Source: an optimization exercise on an open RTL-to-GDS flow (aim: small area, a short achievable clock period and few clock cycles per item). Production flows keep margins and buffers that such runs may drop. Only simulation tests tie the RTL to the original design; equivalence was not proved.

<file path="flow/run.sh">
#!/bin/bash
# synth_recipe.tcl (not shown) runs the flow's synth.tcl, then flattens the netlist and writes it again
# the make line also repeats each setting of config.mk as NAME=value (left out here)
make -C /OpenROAD-flow-scripts/flow DESIGN_CONFIG=/design/flow/config.mk WORK_HOME=/design/flow/orfs CLKGATE_MAP_FILE= SYNTH_SCRIPT=/design/flow/synth_recipe.tcl finish
</file>
<file path="flow/config.mk">
export PLATFORM = sky130hd
export DESIGN_NAME = skive_enc
export DESIGN_NICKNAME = skive_enc
export VERILOG_FILES = /design/flow/design.v
export SDC_FILE = /design/flow/constraint.sdc
export NUM_CORES = 4
export LEC_CHECK = 0
export CAP_MARGIN = 20
export CORE_MARGIN = 2
export CORE_UTILIZATION = 40
export SLEW_MARGIN = 20
</file>
<file path="flow/constraint.sdc">
create_clock -name core_clock -period 110.0 [get_ports {clk}]
set_input_delay 22.0000 -clock core_clock [delete_from_list [all_inputs] [get_ports {clk}]]
set_output_delay 22.0000 -clock core_clock [all_outputs]
set_load 0.01 [all_outputs]
</file>
<file path="flow/design.v">
module skive_enc (
    input  wire        clk,
    input  wire        rst,           
    input  wire        in_valid,
    output wire        in_ready,
    input  wire [31:0] in_data,       
    input  wire [1:0]  in_fmt,        
    input  wire        in_last,       
    output wire        out_valid,
    input  wire        out_ready,
    output wire [7:0]  out_mant,      
    output wire [15:0] out_hdr,       
    output wire        out_last,      
    output wire        out_err        
);
    localparam [1:0] FMT_B8 = 2'd0, FMT_B6 = 2'd1;
    localparam [1:0] S_LOAD = 2'd0, S_SCALE = 2'd1, S_EMIT = 2'd2;
    reg  [1:0]  state;
    reg  [31:0] elem [0:63];
    reg  [6:0]  count;         
    reg  [1:0]  fmt;
    reg  [30:0] amax;          
    reg         nan_seen;
    reg  [15:0] hdr;
    reg  [5:0]  idx;           
    wire        in_fire   = in_valid && in_ready;
    wire [1:0]  blk_fmt   = (count == 7'd0) ? in_fmt : fmt;
    wire [6:0]  blk_size  = (blk_fmt == FMT_B8) ? 7'd32 : 7'd64;
    wire        in_is_nan = (in_data[30:23] == 8'hFF) && (in_data[22:0] != 23'd0);
    wire [30:0] in_mag    = in_data[30:0];
    assign in_ready = (state == S_LOAD);
    wire [7:0]  a_exp = amax[30:23];
    wire [22:0] a_frac = amax[22:0];
    wire signed [10:0] s_need = $signed({3'b000, a_exp}) - 11'sd127
                              + ((a_frac >= 23'h7F0000) ? 11'sd1 : 11'sd0);
    wire signed [10:0] s_b8   = (s_need < -11'sd16) ? -11'sd16 :
                                (s_need >  11'sd15) ?  11'sd15 : s_need;
    wire [23:0] a_sig  = (a_exp == 8'd0) ? {1'b0, a_frac} : {1'b1, a_frac};
    wire [7:0]  a_eeff = (a_exp == 8'd0) ? 8'd1 : a_exp;
    wire [4:0]  q_lim  = (fmt == FMT_B6) ? 5'd31 : 5'd7;
    wire [23:0] a_quo  = a_sig / q_lim;
    wire [23:0] a_rem  = a_sig % q_lim;
    reg  [4:0]  a_lead;        
    integer li;
    always @* begin
        a_lead = 5'd0;
        for (li = 0; li < 24; li = li + 1)
            if (a_quo[li]) a_lead = li[4:0];
    end
    wire signed [10:0] d_exp   = $signed({6'b0, a_lead}) + $signed({3'b0, a_eeff}) - 11'sd135;
    wire signed [10:0] d_shift = (d_exp >= 11'sd1) ? ($signed({6'b0, a_lead}) - 11'sd10)
                                                   : (11'sd126 - $signed({3'b0, a_eeff}));
    wire [4:0]  d_sh5   = (d_shift > 11'sd24) ? 5'd24 : d_shift[4:0];
    wire [23:0] d_kept  = a_quo >> d_sh5;
    wire [23:0] d_lost  = a_quo & ~({24{1'b1}} << d_sh5);
    wire        d_up    = (d_lost != 24'd0) || (a_rem != 24'd0);
    wire [15:0] d_base  = (d_exp >= 11'sd1) ? {d_exp[5:0] - 6'd1, 10'd0} : 16'd0;
    wire [16:0] d_sum   = {1'b0, d_base} + {1'b0, d_kept[15:0]} + {16'd0, d_up};
    reg  [15:0] d_val;
    always @* begin
        if (amax == 31'd0)
            d_val = 16'h0000;
        else if (a_exp == 8'hFF || d_exp > 11'sd30 || d_sum >= 17'h7C00)
            d_val = 16'h7BFF;
        else
            d_val = d_sum[15:0];
    end
    wire [15:0] hdr_next = (fmt == FMT_B8) ? {8'h00, s_b8[7:0]} : d_val;
    wire [31:0] x      = (idx < count[5:0] || count == 7'd64) ? elem[idx] : 32'd0;
    wire        x_sign = x[31];
    wire [7:0]  x_exp  = x[30:23];
    wire [23:0] x_sig  = (x_exp == 8'd0) ? {1'b0, x[22:0]} : {1'b1, x[22:0]};
    wire [7:0]  x_eeff = (x_exp == 8'd0) ? 8'd1 : x_exp;
    wire signed [10:0] b8_s  = $signed({{3{hdr[7]}}, hdr[7:0]});
    wire signed [10:0] b8_sh = 11'sd144 + b8_s - $signed({3'b0, x_eeff});
    wire [4:0]  b8_sh5 = (b8_sh > 11'sd26) ? 5'd26 : b8_sh[4:0];
    wire [49:0] b8_ext = {x_sig, 26'd0} >> b8_sh5;
    wire [23:0] b8_int = b8_ext[49:26];
    wire        b8_rb  = b8_ext[25];
    wire        b8_st  = (b8_ext[24:0] != 25'd0);
    wire [24:0] b8_rnd = {1'b0, b8_int} + {24'd0, b8_rb & (b8_st | b8_int[0])};
    reg  [6:0]  b8_mag;
    always @* begin
        if (x_exp == 8'hFF || b8_sh < 11'sd17 || b8_rnd > 25'd127)
            b8_mag = 7'd127;
        else
            b8_mag = b8_rnd[6:0];
    end
    wire [4:0]  d_efld = hdr[14:10];
    wire [9:0]  d_frac = hdr[9:0];
    reg  [3:0]  d_lead;        
    integer di;
    always @* begin
        d_lead = 4'd0;
        for (di = 0; di < 10; di = di + 1)
            if (d_frac[di]) d_lead = di[3:0];
    end
    wire [10:0] d_sig = (d_efld == 5'd0) ? ({1'b0, d_frac} << (4'd10 - d_lead))
                                         : {1'b1, d_frac};
    wire signed [10:0] d_e = (d_efld == 5'd0) ? ($signed({7'b0, d_lead}) - 11'sd24)
                                              : ($signed({6'b0, d_efld}) - 11'sd15);
    wire signed [10:0] sc_t  = $signed({3'b0, x_exp}) - 11'sd127 - d_e;
    wire [13:0] sc_quo = x_sig / d_sig;
    wire [10:0] sc_rem = x_sig % d_sig;
    wire [3:0]  sc_sh  = 4'd12 - sc_t[3:0];
    wire [13:0] sc_y   = sc_quo >> sc_sh;
    wire        sc_st  = (sc_rem != 11'd0) || ((sc_quo & ~({14{1'b1}} << sc_sh)) != 14'd0);
    wire [13:0] sc_rnd = {1'b0, sc_y[13:1]} + {13'd0, sc_y[0] & (sc_st | sc_y[1])};
    wire [13:0] sc_q   = {9'd0, q_lim};
    reg  [6:0]  sc_mag;
    always @* begin
        if (hdr == 16'h0000 || x_exp == 8'd0)
            sc_mag = 7'd0;
        else if (x_exp == 8'hFF || sc_t >= 11'sd6)
            sc_mag = {2'b0, q_lim};
        else if (sc_t <= -11'sd2)
            sc_mag = 7'd0;
        else if (sc_rnd > sc_q)
            sc_mag = {2'b0, q_lim};
        else
            sc_mag = sc_rnd[6:0];
    end
    wire [6:0] mag  = (fmt == FMT_B8) ? b8_mag : sc_mag;
    wire [7:0] mant = x_sign ? (8'd0 - {1'b0, mag}) : {1'b0, mag};
    wire [5:0] last_idx = (fmt == FMT_B8) ? 6'd31 : 6'd63;
    assign out_valid = (state == S_EMIT);
    assign out_err   = nan_seen;
    assign out_last  = nan_seen || (idx == last_idx);
    assign out_hdr   = nan_seen ? 16'h0000 : hdr;
    assign out_mant  = nan_seen ? 8'h00 : mant;
    wire out_fire = out_valid && out_ready;
    always @(posedge clk) begin
        if (in_fire)
            elem[count[5:0]] <= in_data;
    end
    always @(posedge clk) begin
        if (rst) begin
            state    <= S_LOAD;
            count    <= 7'd0;
            fmt      <= FMT_B8;
            amax     <= 31'd0;
            nan_seen <= 1'b0;
            hdr      <= 16'd0;
            idx      <= 6'd0;
        end else begin
            case (state)
                S_LOAD: begin
                    if (in_fire) begin
                        fmt   <= blk_fmt;
                        count <= count + 7'd1;
                        if (in_is_nan)
                            nan_seen <= 1'b1;
                        else if (in_mag > amax)
                            amax <= in_mag;
                        if (in_last || (count + 7'd1 == blk_size))
                            state <= S_SCALE;
                    end
                end
                S_SCALE: begin
                    hdr   <= hdr_next;
                    idx   <= 6'd0;
                    state <= S_EMIT;
                end
                S_EMIT: begin
                    if (out_fire) begin
                        if (out_last) begin
                            state    <= S_LOAD;
                            count    <= 7'd0;
                            amax     <= 31'd0;
                            nan_seen <= 1'b0;
                        end else begin
                            idx <= idx + 6'd1;
                        end
                    end
                end
                default: state <= S_LOAD;
            endcase
        end
    end
endmodule
</file>
==> flow_summary.json <==
{
  "status": "complete, no violations",
  "grt_pass1_wl_um": 477000,
  "ios": 67,
  "dp_hpwl_um": 213000,
  "syn-num-nets": 8234,
  "synth-edff-count": 2048,
  "fillers": 23973,
  "ys_types": 146,
  "post-route-period-util_pct": 92.2,
  "core-area_mm2": 0.274,
  "ys_seq_elements": 2119,
  "cts_buffers": 207,
  "grt_max_degree": 72,
  "async_flop_share_pct": 0,
  "max_cap_violations": 0,
  "netlist.area_leader.share_pct": 55.7,
  "yosysWarnings": 1,
  "initial_core_util_pct": 40.3,
  "track_usage_pct": 22.9,
  "die_w_um": 530,
  "vias_per_cell": 6.10,
  "hold_path.class": "reg2reg",
  "yosysMostFrequentCell": "edfxtp_1",
  "portBuffers": 66,
  "nNetsFinal": 8392,
  "critPathMaxStageDelay_ns": 0.79,
  "num_rows": 192,
  "num_vias": 72260,
  "worst_slew_pin_slew_ns": 1.10,
  "startpoint_type": "register",
  "arrival_ns": 79.40,
  "fin_skew_ns": 0.105,
  "post-place-ws_ns": 10.26,
  "gp_congestion": 0.913,
  "drc": 0,
  "cts-root-buf": "clkbuf_16",
  "ant_nets": 0,
  "setup.worst_path.end_class": "primary output",
  "htree_levels": 4,
  "min_period_ns": 101.40,
  "final_max_slew_viol_count": 0,
  "synth_seq_area_share_pct": 57.0,
  "grt_setup_unrepaired": "false",
  "worstPathRequired_ns": 88.00,
  "crit_fanout": 36,
  "slew_headroom_pct": 26.5,
  "synth.largest_area_cell": "edfxtp_1",
  "drive_gt1_share_pct": 19.0,
  "clkLatencyLatePin_ns": 0.88,
  "synth_cells": 7827,
  "crit_path_top_delay_cell": "o21ai_1",
  "tns_ns": 0,
  "avgSynthCellArea_um2": 14.1,
  "critPathKind": "reg2out",
  "dieHeight_um": 530,
  "path_common_cell": "o21a_1",
  "max_freq_mhz": 9.86,
  "cts_hold_buf": 0,
  "area_delta_synth_final_pct": 11.7,
  "clockBufferDepth": 3,
  "synth_common_cells": "edfxtp_1, mux4_2, nor2_1",
  "synthesis.area_mm2": 0.110,
  "grt_pass1_vias": 71144,
  "globalRouteOverflowTotal": 0,
  "first_iter_violations": 7527,
  "hold_viol_final": 0,
  "postCtsResizedCells": 0,
  "timing.final.setup_violations": 0,
  "antenna_found_initial": 18,
  "cts_setup_buffers": 0,
  "synth_area_leaders": "edfxtp_1, mux4_2, ha_1, nor2_1, nand2_1",
  "setup_ws_ns": 8.60,
  "cts_num_sinks": 2119,
  "dr.pass1.iters": 10,
  "rrSetupSlack_ns": 54.00,
  "routed_wl_um": 324000,
  "die_area_mm2": 0.280,
  "clk_pin_slew_worst_paths_ns": 0.06,
  "synthFlopType": "edfxtp_1",
  "wl_per_cell_um": 27.3,
  "cts_tree": "built"
}
==> layout make-up <==
class / instances / area (um^2) / share of cell area, %
diodes: 7 / 17.5 / 0.0142
clock buffers: 260 / 5400 / 4.37
clock inverters: 124 / 1520 / 1.23
inverters: 189 / 709 / 0.575
multi-input cells: 5183 / 46100 / 37.3
flip-flops and latches: 2119 / 62900 / 51.0
well taps: 3686 / 4610 / 3.74
repair buffers: 285 / 2160 / 1.75
==> critical path: cells and delay by family (launching register included) <==
kind	cells	cell delay, ns
flip-flops	1	0.66
adder cells (fa/ha/maj)	28	8.37
AO/OA/AOI/OAI	206	41.97
AND/OR/NAND/NOR	87	17.99
XOR/XNOR	1	0.26
buffers and inverters	26	7.29
multiplexers	3	1.74
==> per-stage QoR <==
stage	area [um^2]	hold WS [ns]	std cells	util (%)
2_1_floorplan	110000	0.445	7827	-
3_3_place_gp	117000	0.480	11462	42.5
3_5_place_dp	117000	0.484	11462	42.5
4_1_cts	123000	0.493	11846	45.0
5_1_grt	123000	0.538	11848	45.0
6_report	123000	0.492	11853	45.0
==> kinds of logic (layout without fill, tap and decap cells) <==
| group | after synthesis | in the layout | share of synthesized area (%) |
|---|---|---|---|
| AND/OR/NAND/NOR | 2169 | 2169 | 9.96 |
| flip-flops | 2119 | 2119 | 57.0 |
| AO/OA/AOI/OAI | 1546 | 1546 | 9.65 |
| multiplexers | 849 | 849 | 15.4 |
| buffers and inverters | 525 | 858 | 1.84 |
| adder cells (fa/ha/maj) | 374 | 374 | 4.26 |
| XOR/XNOR | 245 | 245 | 1.96 |
| other | 0 | 7 | 0 |
==> final timing paths <==
path | from | to | cells past startpoint
min reg2reg | hdr[8] | hdr[8] | 2
max | register | out_mant[4] | 351
max reg2reg | fmt[0] | hdr[7] | 192
min | hdr[8] | hdr[8] | 2
==> routing by layer <==
| layer | track usage [%] | up-vias | routed length [um] |
|---|---|---|---|
| met5 | 0 | - | 23 |
| met4 | 5.17 | 6 | 7110 |
| met3 | 3.44 | 436 | 24100 |
| met2 | 38.1 | 2807 | 157000 |
| met1 | 31.6 | 37172 | 136000 |
| li1 | - | 31839 | - |
==> cell usage in the layout (no fill, tap or decap), types with 65 or more instances in the layout <==
cell type / netlist / layout
a21o_1: 69 / 69
a21oi_1: 337 / 332
mux2i_1: 102 / 102
nand2b_1: 69 / 69
nor3_1: 283 / 283
xnor2_1: 156 / 156
edfxtp_1: 2048 / 2048
nand2_1: 470 / 470
mux2_2: 73 / 73
buf_4: 5 / 217
clkbuf_16: 0 / 207
ha_1: 363 / 363
nand3_1: 150 / 150
o21a_1: 166 / 166
nor2_4: 1 / 65
dfxtp_1: 71 / 65
nor2_1: 567 / 501
mux4_2: 670 / 670
o31ai_1: 86 / 85
o21ai_0: 275 / 274
xor2_1: 86 / 86
nor2b_1: 101 / 101
inv_1: 185 / 185
nand4_1: 69 / 69
==> registers in the layout, indices dropped and copies added (netlist names), named ones only <==
register	count
amax	31
count	7
elem	2048
fmt	2
hdr	16
idx	6
nan_seen	1
state	2
Testbench counts, summed over its fixed seeds: cycles 327,419, items 3,200.

## what the ideal ports hide
The results above use ideal ports. As a check the final layout listed here was re-extracted and re-timed, cells and wires unchanged.
Step 1 (the two cells are an assumption about what drives the block):
set clk [get_ports {clk}]
set_driving_cell -lib_cell sky130_fd_sc_hd__clkbuf_16 $clk
set_driving_cell -lib_cell sky130_fd_sc_hd__buf_2 [delete_from_list [all_inputs] $clk]
Step 2 also shifts input and output timing later by t, the mid clock arrival at the registers, as if the neighbouring blocks saw the same clock.
Three values: no drivers, after step 1, after step 2; two values: the first two.
t (ns): 0.918
setup WS [ns]: 8.598 / 8.511 / 9.429
latest minus earliest clock arrival (ns): 0.119 / 0.118
After both steps this run still meets setup and hold. For this run, drivers alone change the setup slack by -0.087 ns; drivers and shift together by +0.831 ns.
